From an optimization exercise on the open Yosys and OpenROAD flow, aimed at small area, a short achievable clock period and few clock cycles per item; shortcuts taken in it are not production practice. At most, simulation tests tie the RTL to the original design; equivalence was not proved.

Design aes_enc_core, start of the top module:
module aes_enc_core (
    input  wire         clk,
    input  wire         rst,         
    input  wire         key_load,    
    input  wire [1:0]   key_len,     
    input  wire [255:0] key,         
    input  wire         in_valid,
    output reg          in_ready,
    input  wire [127:0] in_data,
    output reg          out_valid,
    output wire [127:0] out_data
);
Size in the first run: about 1,100 flip-flops, roughly 520 I/O pins, about 66,000 sq um of cells after synthesis.
clock: 10.0 ns
lec_check: 0
cap_margin: 20
core_margin: 2
core_utilization: 50
slew_margin: 20
synth_hierarchical: 1
standard.sh (not shown) runs the stock make flow with config.mk's settings and CLKGATE_MAP_FILE= SYNTH_SCRIPT=/design/flow/synth_recipe.tcl, a recipe that flattens the netlist after the stock synthesis.
==> flow/flow/run.sh <==
#!/bin/bash
# Own layout flow: the standard flow (standard.sh, with its synthesis
# script and steps) with these settings changed:
#  - synthesis maps the logic with the ABC script in flow/abc.script (an
#    area-oriented mapping) instead of ORFS's speed script;
#  - the make variables listed in flow/make_vars.txt (one VAR=value per
#    line) are added to both make runs: among them SETUP_SLACK_MARGIN, so
#    that the timing repair steps aim for extra setup slack and the layout is
#    sized for a short period, although the clock stays at the design's.
# Each tool's output goes to a log file of its own in this folder.
set -uo pipefail
W=$PWD
SD=$W/scripts_own
rm -rf "$SD"; mkdir -p "$SD"
for f in "$FLOW_HOME"/scripts/*; do ln -s "$f" "$SD/"; done
rm -f "$SD/abc_area.script"; cp "$W/flow/abc.script" "$SD/abc_area.script"
VARS=()
if [[ -f "$W/flow/make_vars.txt" ]]; then
  while IFS= read -r line; do
    [[ -z "$line" || "$line" == \#* ]] && continue
    VARS+=("$line")
  done < "$W/flow/make_vars.txt"
fi
bash standard.sh SCRIPTS_DIR="$SD" ABC_AREA=1 "${VARS[@]}" synth > "$W/synth.log" 2>&1 || { tail -30 "$W/synth.log"; exit 1; }
bash standard.sh "${VARS[@]}" finish > "$W/layout.log" 2>&1 || { tail -30 "$W/layout.log"; exit 1; }
==> flow/flow/abc.script <==
&get -n
&st
&dch
&nf -a -R 1000
&put
==> flow/flow/make_vars.txt <==
SETUP_SLACK_MARGIN=6.5
BUFFER_PORTS_ARGS=-buffer_cell sky130_fd_sc_hd__buf_2
The baseline completed without violations.
Testbench counts at the start, summed over its fixed seeds: cycles 22,059, items 1,687.
Then changed:
--- a/flow/design.v
+++ b/flow/design.v
@@ -325,20 +325,21 @@
     wire [31:0] kb;                  
     genvar g;
     generate
         for (g = 0; g < 4; g = g + 1) begin : g_ksb
             aes_sbox_front u_f (.a(kin[31-8*g -: 8]), .m(km_d[47-12*g -: 12]));
             aes_sbox_back  u_b (.m(km[47-12*g -: 12]), .y(kb[31-8*g -: 8]));
         end
     endgenerate
     reg         c_en;                
     reg         c_fix;               
+    reg         c_fixw;              
     reg  [2:0]  c_b;                 
     reg         c_t4, c_t2;          
     reg  [7:0]  c_rc;                
     reg         c_rot, c_x4;         
     reg         k_sel;               
     wire [31:0] B0 = ({32{c_b[2]}} & K4) | ({32{c_b[1]}} & K2) | ({32{c_b[0]}} & K0);
     wire [31:0] B1 = ({32{c_b[2]}} & K5) | ({32{c_b[1]}} & K3) | ({32{c_b[0]}} & K1);
     wire [31:0] B2 = ({32{c_b[2]}} & K6) | ({32{c_b[1]}} & K4) | ({32{c_b[0]}} & K2);
     wire [31:0] B3 = ({32{c_b[2]}} & K7) | ({32{c_b[1]}} & K5) | ({32{c_b[0]}} & K3);
     wire        c01 = !(c_t4 | c_t2);                
@@ -447,20 +448,21 @@
             kp        <= kp_n;
             krdy      <= krdy_n;
             vS        <= vS_n;
             vM        <= vS;
             yslot     <= xacc;
             in_ready  <= krdy_n && (np_n || xacc);
             out_valid <= vM && lastM;
             c_en      <= st_n || (kp == 3'd2 && !l256);
             c_fix     <= kp == 3'd2 && !l256;
         end
+        c_fixw <= !rst && kp == 3'd2 && !l256 && !key_load;
         k_sel <= !rst && (st_n || (kp == 3'd2 && !l256)) && !key_load;
         xS <= xS_n;
         rS <= rS_n;
         xM <= xS;
         rM <= rS;
         if (kp == 3'd2 && !l256) begin
             c_b   <= 3'b001;
             c_t4  <= 1'b0;
             c_t2  <= 1'b0;
             c_rc  <= 8'h01;
@@ -479,26 +481,26 @@
             l192 <= key_len == 2'd1;
             l256 <= key_len == 2'd2;
             nr   <= (key_len == 2'd1) ? 4'd12 : (key_len == 2'd2) ? 4'd14 : 4'd10;
         end
     end
     always @(posedge clk) begin
         if (key_load) begin
             ks[255:32] <= key[255:32];
             ks[31:0]   <= (key_len == 2'd1) ? key[95:64] :
                           (key_len == 2'd2) ? key[31:0] : key[159:128];
-        end else if (c_fix && kp == 3'd3) begin
+        end else if (c_fixw) begin
             if (l128) ks[127:0] <= {n0, n1, n2, n3};
             else      ks[63:0]  <= {n0, n1};
         end
     end
     always @(posedge clk) begin
-        if (kp == 3'd1 || xacc)
+        if (kp == 3'd1 || (in_ready && !yslot))
             kw[255:128] <= ks[255:128];
         else if (c_en && !c_fix)
             kw[255:128] <= kw[127:0];
         if (kp == 3'd1 || (vS && xS && rS == 4'd1))
             kw[127:0] <= ks[127:0];
         else if (c_en && !c_fix)
             kw[127:0] <= {n0, n1, n2, n3};
     end
 endmodule
After rerunning: Global-route usage goes down by 0.48 points; synthesized cell count is about the same; die area barely changes; clock skew goes up by 0.024 ns; routed wire length goes down by a few percent; via count goes down slightly; critical path depth goes up by 5.
Only the layout flow was run in the second run of this note; the RTL was not checked for function there.


aes_enc_core, a different RTL version from the one above (not shown whole).
Size: roughly 10000 cells after synthesis, roughly 1600 flip-flops, about 520 I/O pins, about 96000 sq um of cells after synthesis.
==> flow/config.mk <==
export PLATFORM = sky130hd
export DESIGN_NAME = aes_enc_core
export DESIGN_NICKNAME = aes_enc_core
export VERILOG_FILES = /design/flow/design.v
export SDC_FILE = /design/flow/constraint.sdc
export NUM_CORES = 8
export LEC_CHECK = 0
export CAP_MARGIN = 20
export CORE_MARGIN = 2
export CORE_UTILIZATION = 50
export CTS_CLUSTER_DIAMETER = 100
export CTS_CLUSTER_SIZE = 20
export SLEW_MARGIN = 20
==> flow/constraint.sdc <==
create_clock -name core_clock -period 10.0 [get_ports {clk}]
set_input_delay 2.0000 -clock core_clock [delete_from_list [all_inputs] [get_ports {clk}]]
set_output_delay 2.0000 -clock core_clock [all_outputs]
set_load 0.01 [all_outputs]
==> flow/flow/make_vars.txt <==
SETUP_SLACK_MARGIN=6.8
BUFFER_PORTS_ARGS=-buffer_cell sky130_fd_sc_hd__buf_2
Scripts as last shown in full above: flow/flow/run.sh, flow/flow/abc.script
==> next run, changes <==
--- a/flow/design.v
+++ b/flow/design.v
@@ -325,14 +325,15 @@
     generate
         for (g = 0; g < 4; g = g + 1) begin : g_ksb
             aes_sbox_front u_f (.a(kin[31-8*g -: 8]), .m(km_d[47-12*g -: 12]));
             aes_sbox_back  u_b (.m(km[47-12*g -: 12]), .y(kb[31-8*g -: 8]));
         end
     endgenerate
     reg         c_en;                
+    reg         c_fix;               
     reg         c_fixw;              
     reg         c_h0, c_h1, c_o;     
     reg  [3:0]  c_b;                 
     reg         c_p;                 
     reg         c_m01, c_m23, c_n01, c_n23, c_zq;
     reg  [7:0]  c_rc01, c_rc23;
     reg         c_rot, c_x4;         
@@ -420,15 +421,16 @@
     wire        v1_n = cont2 || accept;
     wire        w1_n = cont2 ? wm2 : !gopen;
     wire [3:0]  r1_n = cont2 ? rm2 + 4'd1 : 4'd1;
     wire        np_n = (!v1_n || r1_n == nr - 4'd1) && (!v1 || r1 == nr - 4'd1) &&
                        (!vm1 || rm1 == nr - 4'd1) && (!v2 || r2 == nr) &&
                        !(v1_n && w1_n) && !(v1 && w1) && !(vm1 && wm1);
     wire [2:0]  kp_n = key_load ? 3'd1 : (kp == 3'd0 || kp == 3'd7) ? kp : kp + 3'd1;
-    wire        krdy_n = key_load || krdy;
+    wire        krdy_n = key_load ? (key_len != 2'd1) :
+                         (krdy || (kp_n >= 3'd2));
     wire        st1_n = v1 && w1 && (r1 != 4'd1);
     wire        st2_n = v2 && w2;
     wire [3:0]  j_n   = st2_n ? r2 : r1;             
     wire [3:0]  sr_n  = j_n - 4'd1;                  
     wire [3:0]  sn_n  = j_n;                         
     wire [1:0]  m3c   = mod3(sr_n);
     wire [1:0]  m3n   = mod3(sn_n);
@@ -441,26 +443,28 @@
             v2        <= 1'b0;
             vm2       <= 1'b0;
             gopen     <= 1'b0;
             gn        <= 2'd0;
             in_ready  <= 1'b0;
             out_valid <= 1'b0;
             c_en      <= 1'b0;
+            c_fix     <= 1'b0;
         end else begin
             kp        <= kp_n;
             krdy      <= krdy_n;
             v1        <= v1_n;
             vm1       <= v1;
             v2        <= vm1;
             vm2       <= v2;
             gopen     <= accept && !(gopen && gn == 2'd2);
             gn        <= !accept ? 2'd0 : gopen ? gn + 2'd1 : 2'd0;
             in_ready  <= krdy_n && (np_n || (accept && !(gopen && gn == 2'd2)));
             out_valid <= vm2 && lastm2;
             c_en      <= st1_n || st2_n || (kp == 3'd2 && !l256);
+            c_fix     <= kp == 3'd2 && !l256;
         end
         c_fixw <= !rst && kp == 3'd2 && !l256 && !key_load;
         k_sel  <= !rst && (st1_n || st2_n || (kp == 3'd2 && !l256)) && !key_load;
         w1  <= w1_n;
         r1  <= r1_n;
         wm1 <= w1;
         rm1 <= r1;
@@ -520,16 +524,14 @@
             h0 <= ks[255:128];
         else if (c_en && c_h0)
             h0 <= nk;
         if (kp == 3'd1)
             h1 <= ks[127:0];
         else if (c_fixw && l128)
             h1 <= nk;
-        else if (c_fixw)
-            h1 <= {ks[127:64], n0, n1};
         else if (vm1 && wm1 && rm1 == 4'd1)
             h1 <= ks[127:0];
         else if (c_en && c_h1)
             h1 <= nk;
         if (c_o)
             rko <= nk;
     end
The changed run completed without violations.
Flip-flop and latch count is unchanged.
Sequential share of layout area is higher by 0.29 points.
Clock skew decreases by 0.025 ns.
Clock-buffer cell count does not change.
Global-route usage shrinks by 0.95 points.
Wire length goes down by about 3%.
First-iteration DRC count falls by about 5.5%.
Testbench counts after the change, summed over its fixed seeds: cycles 12,694, items 1,687.
The RTL of the first run of this note was laid out without a check of its function.

port drivers added, routing unchanged:
The results above use ideal ports. As a check the final layouts listed here were re-extracted and re-timed, cells and wires unchanged.
Step 1 assumes that a clkbuf_16 drives the clock port and a buf_2 every other input.
Step 2 also shifts input and output timing later by t, the mid clock arrival at the registers, as if the neighbouring blocks saw the same clock.
Three values: no drivers, after step 1, after step 2; two values: the first two.
run	t, ns	setup slack, ns	latest minus earliest clock arrival (ns)
the first run of note 1	0.829	6.433 / 6.494 / 5.665	0.023 / 0.023
the second run of note 1	0.829	6.468 / 6.468 / 5.726	0.044 / 0.043
the first run of note 2	0.887	6.679 / 6.611 / 5.958	0.059 / 0.059
the second run of note 2	0.866	6.688 / 6.595 / 5.957	0.033 / 0.034
After both steps every run listed still meets setup and hold. The setup slack of the first run of note 1, which loses most, moves by +0.061 ns with the drivers and by -0.768 ns with both steps.
